Background: an optimization exercise with open tools, aiming at small area. Do not read the settings as production practice.

Setup of wip/harbor:
==> flow/design.v <==
module tg_rx (
    input             clk,
    input             rst,
    input             cfg_ok,
    input      [15:0] own_unit,
    input      [15:0] src_rel,
    input      [15:0] src_zs,
    input      [15:0] src_den,
    input      [4:0]  seq_win,
    input             ms_tick,
    input             in_valid,
    input      [7:0]  in_data,
    input             in_last,
    input             in_net,
    output reg        out_valid,
    output reg [3:0]  out_code,
    output reg [1:0]  out_stream,
    output reg        out_net,
    output reg        out_open,
    output reg        out_match,
    output reg        out_mismatch,
    output reg        out_single,
    output     [31:0] out_seq,
    output     [23:0] out_pl,
    output     [2:0]  synced,
    output     [2:0]  pair_open,
    output reg [2:0]  tmo_single
);
    localparam [3:0] C_OK     = 4'h0,
                     C_CRC    = 4'h1,
                     C_FORMAT = 4'h2,
                     C_ADDR   = 4'h3,
                     C_STREAM = 4'h4,
                     C_BEHIND = 4'h5,
                     C_AHEAD  = 4'h6,
                     C_LATE   = 4'h7;
    localparam [9:0] T_PAIR = 10'h204,    
                     T_SYNC = 10'h2B2;    
    reg [5:0]  cnt;           
    reg [31:0] crc;           
    reg        crc_ok;        
    reg        s_own, s_rel, s_zs, s_den;    
    reg        d_own, d_ff;   
    reg        fmt_ok;        
    reg        h1, h2, h3;    
    reg [31:0] fseq;          
    reg [95:0] body;          
    reg        ev_pend;       
    reg        ev_len_ok;
    reg        ev_net;
    function [31:0] crc32c_byte;
        input [31:0] c;
        input [7:0]  d;
        integer k;
        reg [31:0] r;
        begin
            r = c ^ {24'd0, d};
            for (k = 0; k < 8; k = k + 1)
                r = r[0] ? ((r >> 1) ^ 32'h82F63B78) : (r >> 1);
            crc32c_byte = r;
        end
    endfunction
    wire hi = ~cnt[0];
    reg [7:0] crc_b;
    always @* begin
        case (cnt[1:0])
            2'd0: crc_b = crc[31:24];
            2'd1: crc_b = crc[23:16];
            2'd2: crc_b = crc[15:8];
            default: crc_b = crc[7:0];
        endcase
    end
    always @(posedge clk) begin
        if (in_valid && cnt < 6'd28)
            crc <= crc32c_byte(crc | {32{cnt == 6'd0}}, in_data);
        if (in_valid && cnt[5:2] == 4'd7)
            crc_ok <= (crc_ok || cnt[1:0] == 2'd0) && (in_data == ~crc_b);
        if (in_valid && cnt[5:1] == 5'd0) begin
            s_own <= (s_own || hi) && (in_data == (hi ? own_unit[15:8] : own_unit[7:0]));
            s_rel <= (s_rel || hi) && (in_data == (hi ? src_rel[15:8]  : src_rel[7:0]));
            s_zs  <= (s_zs  || hi) && (in_data == (hi ? src_zs[15:8]   : src_zs[7:0]));
            s_den <= (s_den || hi) && (in_data == (hi ? src_den[15:8]  : src_den[7:0]));
        end
        if (in_valid && cnt[5:1] == 5'd1) begin
            d_own <= (d_own || hi) && (in_data == (hi ? own_unit[15:8] : own_unit[7:0]));
            d_ff  <= (d_ff  || hi) && (in_data == 8'hFF);
        end
        if (in_valid && cnt == 6'd4) begin
            h1 <= (in_data == 8'd1);
            h2 <= (in_data == 8'd2);
            h3 <= (in_data == 8'd3);
        end
        if (in_valid && cnt == 6'd5)
            fmt_ok <= (in_data == 8'h01);
        if (in_valid && cnt[5:1] == 5'd3)
            fmt_ok <= fmt_ok && (in_data == 8'h00);
        if (in_valid && cnt[5:2] == 4'd2)
            fseq <= {fseq[23:0], in_data};
        if (in_valid && cnt >= 6'd12 && cnt < 6'd24)
            body <= {body[87:0], in_data};
    end
    always @(posedge clk) begin
        if (rst) begin
            cnt     <= 6'd0;
            ev_pend <= 1'b0;
        end else begin
            ev_pend <= in_valid && in_last;
            if (in_valid) begin
                if (in_last)
                    cnt <= 6'd0;
                else if (cnt != 6'd32)
                    cnt <= cnt + 6'd1;
            end
        end
        ev_len_ok <= (cnt == 6'd31);
        ev_net    <= in_net;
    end
    assign out_seq = fseq;
    assign out_pl  = body[63:40];
    reg         syn   [0:2];
    reg         have  [0:2];    
    reg         popen [0:2];
    reg         pnet  [0:2];
    reg [9:0]   tmr   [0:2];    
    reg [31:0]  sseq  [0:2];    
    reg [128:0] img   [0:2];    
    assign synced    = {syn[2], syn[1], syn[0]};
    assign pair_open = {popen[2], popen[1], popen[0]};
    wire [128:0] cur = {d_ff, body, crc};
    wire [1:0] typ = {h2 | h3, h1 | h3};
    wire         c_syn   = (h1 & syn[0])   | (h2 & syn[1])   | (h3 & syn[2]);
    wire         c_popen = (h1 & popen[0]) | (h2 & popen[1]) | (h3 & popen[2]);
    wire         c_have  = (h1 & have[0])  | (h2 & have[1])  | (h3 & have[2]);
    wire         c_pnet  = (h1 & pnet[0])  | (h2 & pnet[1])  | (h3 & pnet[2]);
    wire [31:0]  c_sseq  = ({32{h1}} & sseq[0]) | ({32{h2}} & sseq[1]) | ({32{h3}} & sseq[2]);
    wire [128:0] c_img   = ({129{h1}} & img[0]) | ({129{h2}} & img[1]) | ({129{h3}} & img[2]);
    wire len_ok = ev_len_ok;
    wire addr_ok = (d_own | d_ff) & ~s_own;
    wire str_ok = cfg_ok & ((h1 & s_rel & (src_rel != 16'd0)) |
                            (h2 & s_zs  & (src_zs  != 16'd0)) |
                            (h3 & s_den & (src_den != 16'd0)));
    wire [31:0] d    = fseq - c_sseq;
    wire        zero = (d == 32'd0);
    wire        in_w = (d[31:5] == 27'd0) && (d[4:0] <= seq_win);
    wire        other_net = (c_pnet != ev_net);
    reg [3:0] v_code;
    reg [1:0] v_stream;
    reg       v_open, v_complete;
    always @* begin
        v_code     = C_OK;
        v_stream   = typ;
        v_open     = 1'b0;
        v_complete = 1'b0;
        if (!len_ok) begin
            v_code   = C_FORMAT;
            v_stream = 2'd0;
        end else if (!crc_ok) begin
            v_code   = C_CRC;
            v_stream = 2'd0;
        end else if (!fmt_ok) begin
            v_code = C_FORMAT;
        end else if (!addr_ok) begin
            v_code = C_ADDR;
        end else if (!str_ok) begin
            v_code = C_STREAM;
        end else if (c_syn) begin
            if (zero) begin
                if (c_popen && other_net)
                    v_complete = 1'b1;
                else
                    v_code = C_LATE;
            end else if (in_w) begin
                v_open = 1'b1;
            end else if (!d[31]) begin
                v_code = C_AHEAD;
            end else begin
                v_code = C_BEHIND;
            end
        end else begin
            if (c_popen && zero) begin
                if (other_net)
                    v_complete = 1'b1;
                else
                    v_code = C_LATE;
            end else if (!c_popen && c_have && zero) begin
                v_code = C_LATE;
            end else begin
                v_open = 1'b1;
            end
        end
    end
    wire v_match = (c_img == cur);
    wire ev_open     = ev_pend && v_open;
    wire ev_complete = ev_pend && v_complete;
    wire [2:0] hs = {h3, h2, h1};
    integer i;
    always @(posedge clk) begin
        if (rst) begin
            out_valid    <= 1'b0;
            out_open     <= 1'b0;
            out_match    <= 1'b0;
            out_mismatch <= 1'b0;
            out_single   <= 1'b0;
            tmo_single   <= 3'b000;
            for (i = 0; i < 3; i = i + 1) begin
                syn[i]   <= 1'b0;
                have[i]  <= 1'b0;
                popen[i] <= 1'b0;
            end
        end else begin
            out_valid    <= ev_pend;
            out_open     <= ev_open;
            out_match    <= ev_complete && v_match;
            out_mismatch <= ev_complete && !v_match;
            out_single   <= ev_open && c_popen;
            tmo_single   <= 3'b000;
            for (i = 0; i < 3; i = i + 1) begin
                if (hs[i] && ev_open) begin
                    popen[i] <= 1'b1;
                    have[i]  <= 1'b1;
                end else if (hs[i] && ev_complete) begin
                    popen[i] <= 1'b0;
                    if (v_match)
                        syn[i] <= 1'b1;
                end else if (ms_tick) begin
                    if (popen[i] && tmr[i] == T_PAIR) begin
                        popen[i]      <= 1'b0;
                        tmo_single[i] <= 1'b1;
                    end
                    if (syn[i] && tmr[i] == T_SYNC)
                        syn[i] <= 1'b0;
                end
            end
        end
    end
    always @(posedge clk) begin
        for (i = 0; i < 3; i = i + 1) begin
            if (hs[i] && (ev_open || ev_complete)) begin
                tmr[i] <= 10'd0;
                if (v_open) begin
                    pnet[i] <= ev_net;
                    sseq[i] <= fseq;
                    img[i]  <= cur;
                end
            end else if (ms_tick && (popen[i] || syn[i])) begin
                tmr[i] <= {tmr[i][8:0], ~(tmr[i][9] ^ tmr[i][6])};
            end
        end
    end
    always @(posedge clk) begin
        out_code   <= v_code;
        out_stream <= v_stream;
        out_net    <= ev_net;
    end
endmodule
==> flow/config.mk <==
export PLATFORM = sky130hd
export DESIGN_NAME = tg_rx
export DESIGN_NICKNAME = tg_rx
export VERILOG_FILES = /design/flow/design.v
export SDC_FILE = /design/flow/constraint.sdc
export NUM_CORES = 4
export LEC_CHECK = 0
export CAP_MARGIN = 20
export CORE_MARGIN = 2
export CORE_UTILIZATION = 40
export PLACE_DENSITY = 0.6
export SLEW_MARGIN = 20
==> flow/constraint.sdc <==
create_clock -name core_clock -period 10.0 [get_ports {clk}]
set_input_delay 2.0000 -clock core_clock [delete_from_list [all_inputs] [get_ports {clk}]]
set_output_delay 2.0000 -clock core_clock [all_outputs]
set_load 0.01 [all_outputs]
standard.sh (not shown) runs the stock make flow with config.mk's settings and CLKGATE_MAP_FILE= SYNTH_SCRIPT=/design/flow/synth_recipe.tcl, a recipe that flattens the netlist after the stock synthesis.
==> flow/flow/run.sh <==
#!/bin/bash
# The standard layout (standard.sh, unchanged synthesis, floorplan, power grid and
# routing), with three layout knobs that ORFS reads from the environment:
#  - the port buffers are the smallest buffer cell instead of the one buffer_ports picks;
#  - clock tree: sink clusters of up to 32 flip-flops within 80 um, no dummy loads;
#  - after global routing, non-critical cells are downsized (repair_timing -recover_power).
# make's output goes to standard.log; each ORFS step keeps its own log under orfs/logs/.
set -euo pipefail
export BUFFER_PORTS_ARGS="-buffer_cell sky130_fd_sc_hd__buf_1"
export CTS_ARGS="-sink_clustering_enable -repair_clock_nets -sink_clustering_size 32 -sink_clustering_max_diameter 80 -dont_use_dummy_load"
export RECOVER_POWER=100
bash standard.sh > standard.log 2>&1
Nothing crashed in wip/harbor and all stages finished; the problem is that the final layout failed, the offending checks being capacitance limit, slew limit.
diff inputs: wip/harbor => wip/lagoon
# wip/harbor
export LEC_CHECK = 0
export CAP_MARGIN = 20
export CORE_MARGIN = 2
export CORE_UTILIZATION = 40
export PLACE_DENSITY = 0.6
export SLEW_MARGIN = 20
create_clock -name core_clock -period 10.0 [get_ports {clk}]
# wip/lagoon
export LEC_CHECK = 0
export CAP_MARGIN = 20
export CORE_MARGIN = 2
export CORE_UTILIZATION = 40
export CTS_CLUSTER_DIAMETER = 80
export CTS_CLUSTER_SIZE = 32
export PLACE_DENSITY = 0.6
export SLEW_MARGIN = 20
create_clock -name core_clock -period 10.0 [get_ports {clk}]
==> flow/run.sh (new file) <==
#!/bin/bash
# synth_recipe.tcl (not shown) runs the flow's synth.tcl, then flattens the netlist and writes it again
# the make line also repeats each setting of config.mk as NAME=value (left out here)
make -C /OpenROAD-flow-scripts/flow DESIGN_CONFIG=/design/flow/config.mk WORK_HOME=/design/flow/orfs CLKGATE_MAP_FILE= SYNTH_SCRIPT=/design/flow/synth_recipe.tcl finish
removed: flow/flow/run.sh
removed: flow/standard.sh
Notes after the runs:
wip/lagoon: all stages complete, timing, DRC and antenna checks passed
Changes observed in wip/lagoon relative to wip/harbor: final instance count without filler cells +0.91%; met1 global-route usage held; routed wire length +about 3.2%.
NOTE via count of the first global-routing pass wip/harbor->wip/lagoon increased slightly
No run of this note included a check of the RTL's function; only the layout flow was run.

## afterwards: timing with drivers on the ports
How much do the figures lean on ideal ports? The routed layouts below were timed once more, with nothing changed but the port constraints.
Step 1 (the two cells are an assumption about what drives the block):
set clk [get_ports {clk}]
set_driving_cell -lib_cell sky130_fd_sc_hd__clkbuf_16 $clk
set_driving_cell -lib_cell sky130_fd_sc_hd__buf_2 [delete_from_list [all_inputs] $clk]
Step 2 moves the port delays by t, midway between the first and last clock arrival at a register: inputs arrive t later, outputs are due t later. That takes back most of the time a late clock gives input paths.
Three values: no drivers, after step 1, after step 2; two values: the first two.
| run | t (ns) | slack for setup (ns) | clock arrival spread, ns | slew at the worst register clock pin (ns) | pins driven straight from the clock port |
|---|---|---|---|---|---|
| wip/harbor | 0.632 | 2.019 / 2.019 / 1.735 | 0.125 / 0.125 | 0.11 / 0.11 | 1 |
| wip/lagoon | 0.664 | 2.809 / 2.809 / 2.809 | 0.049 / 0.049 | 0.12 / 0.12 | 1 |
The setup slack of wip/harbor, which loses most, moves by 0.000 ns with the drivers and by -0.284 ns with both steps.
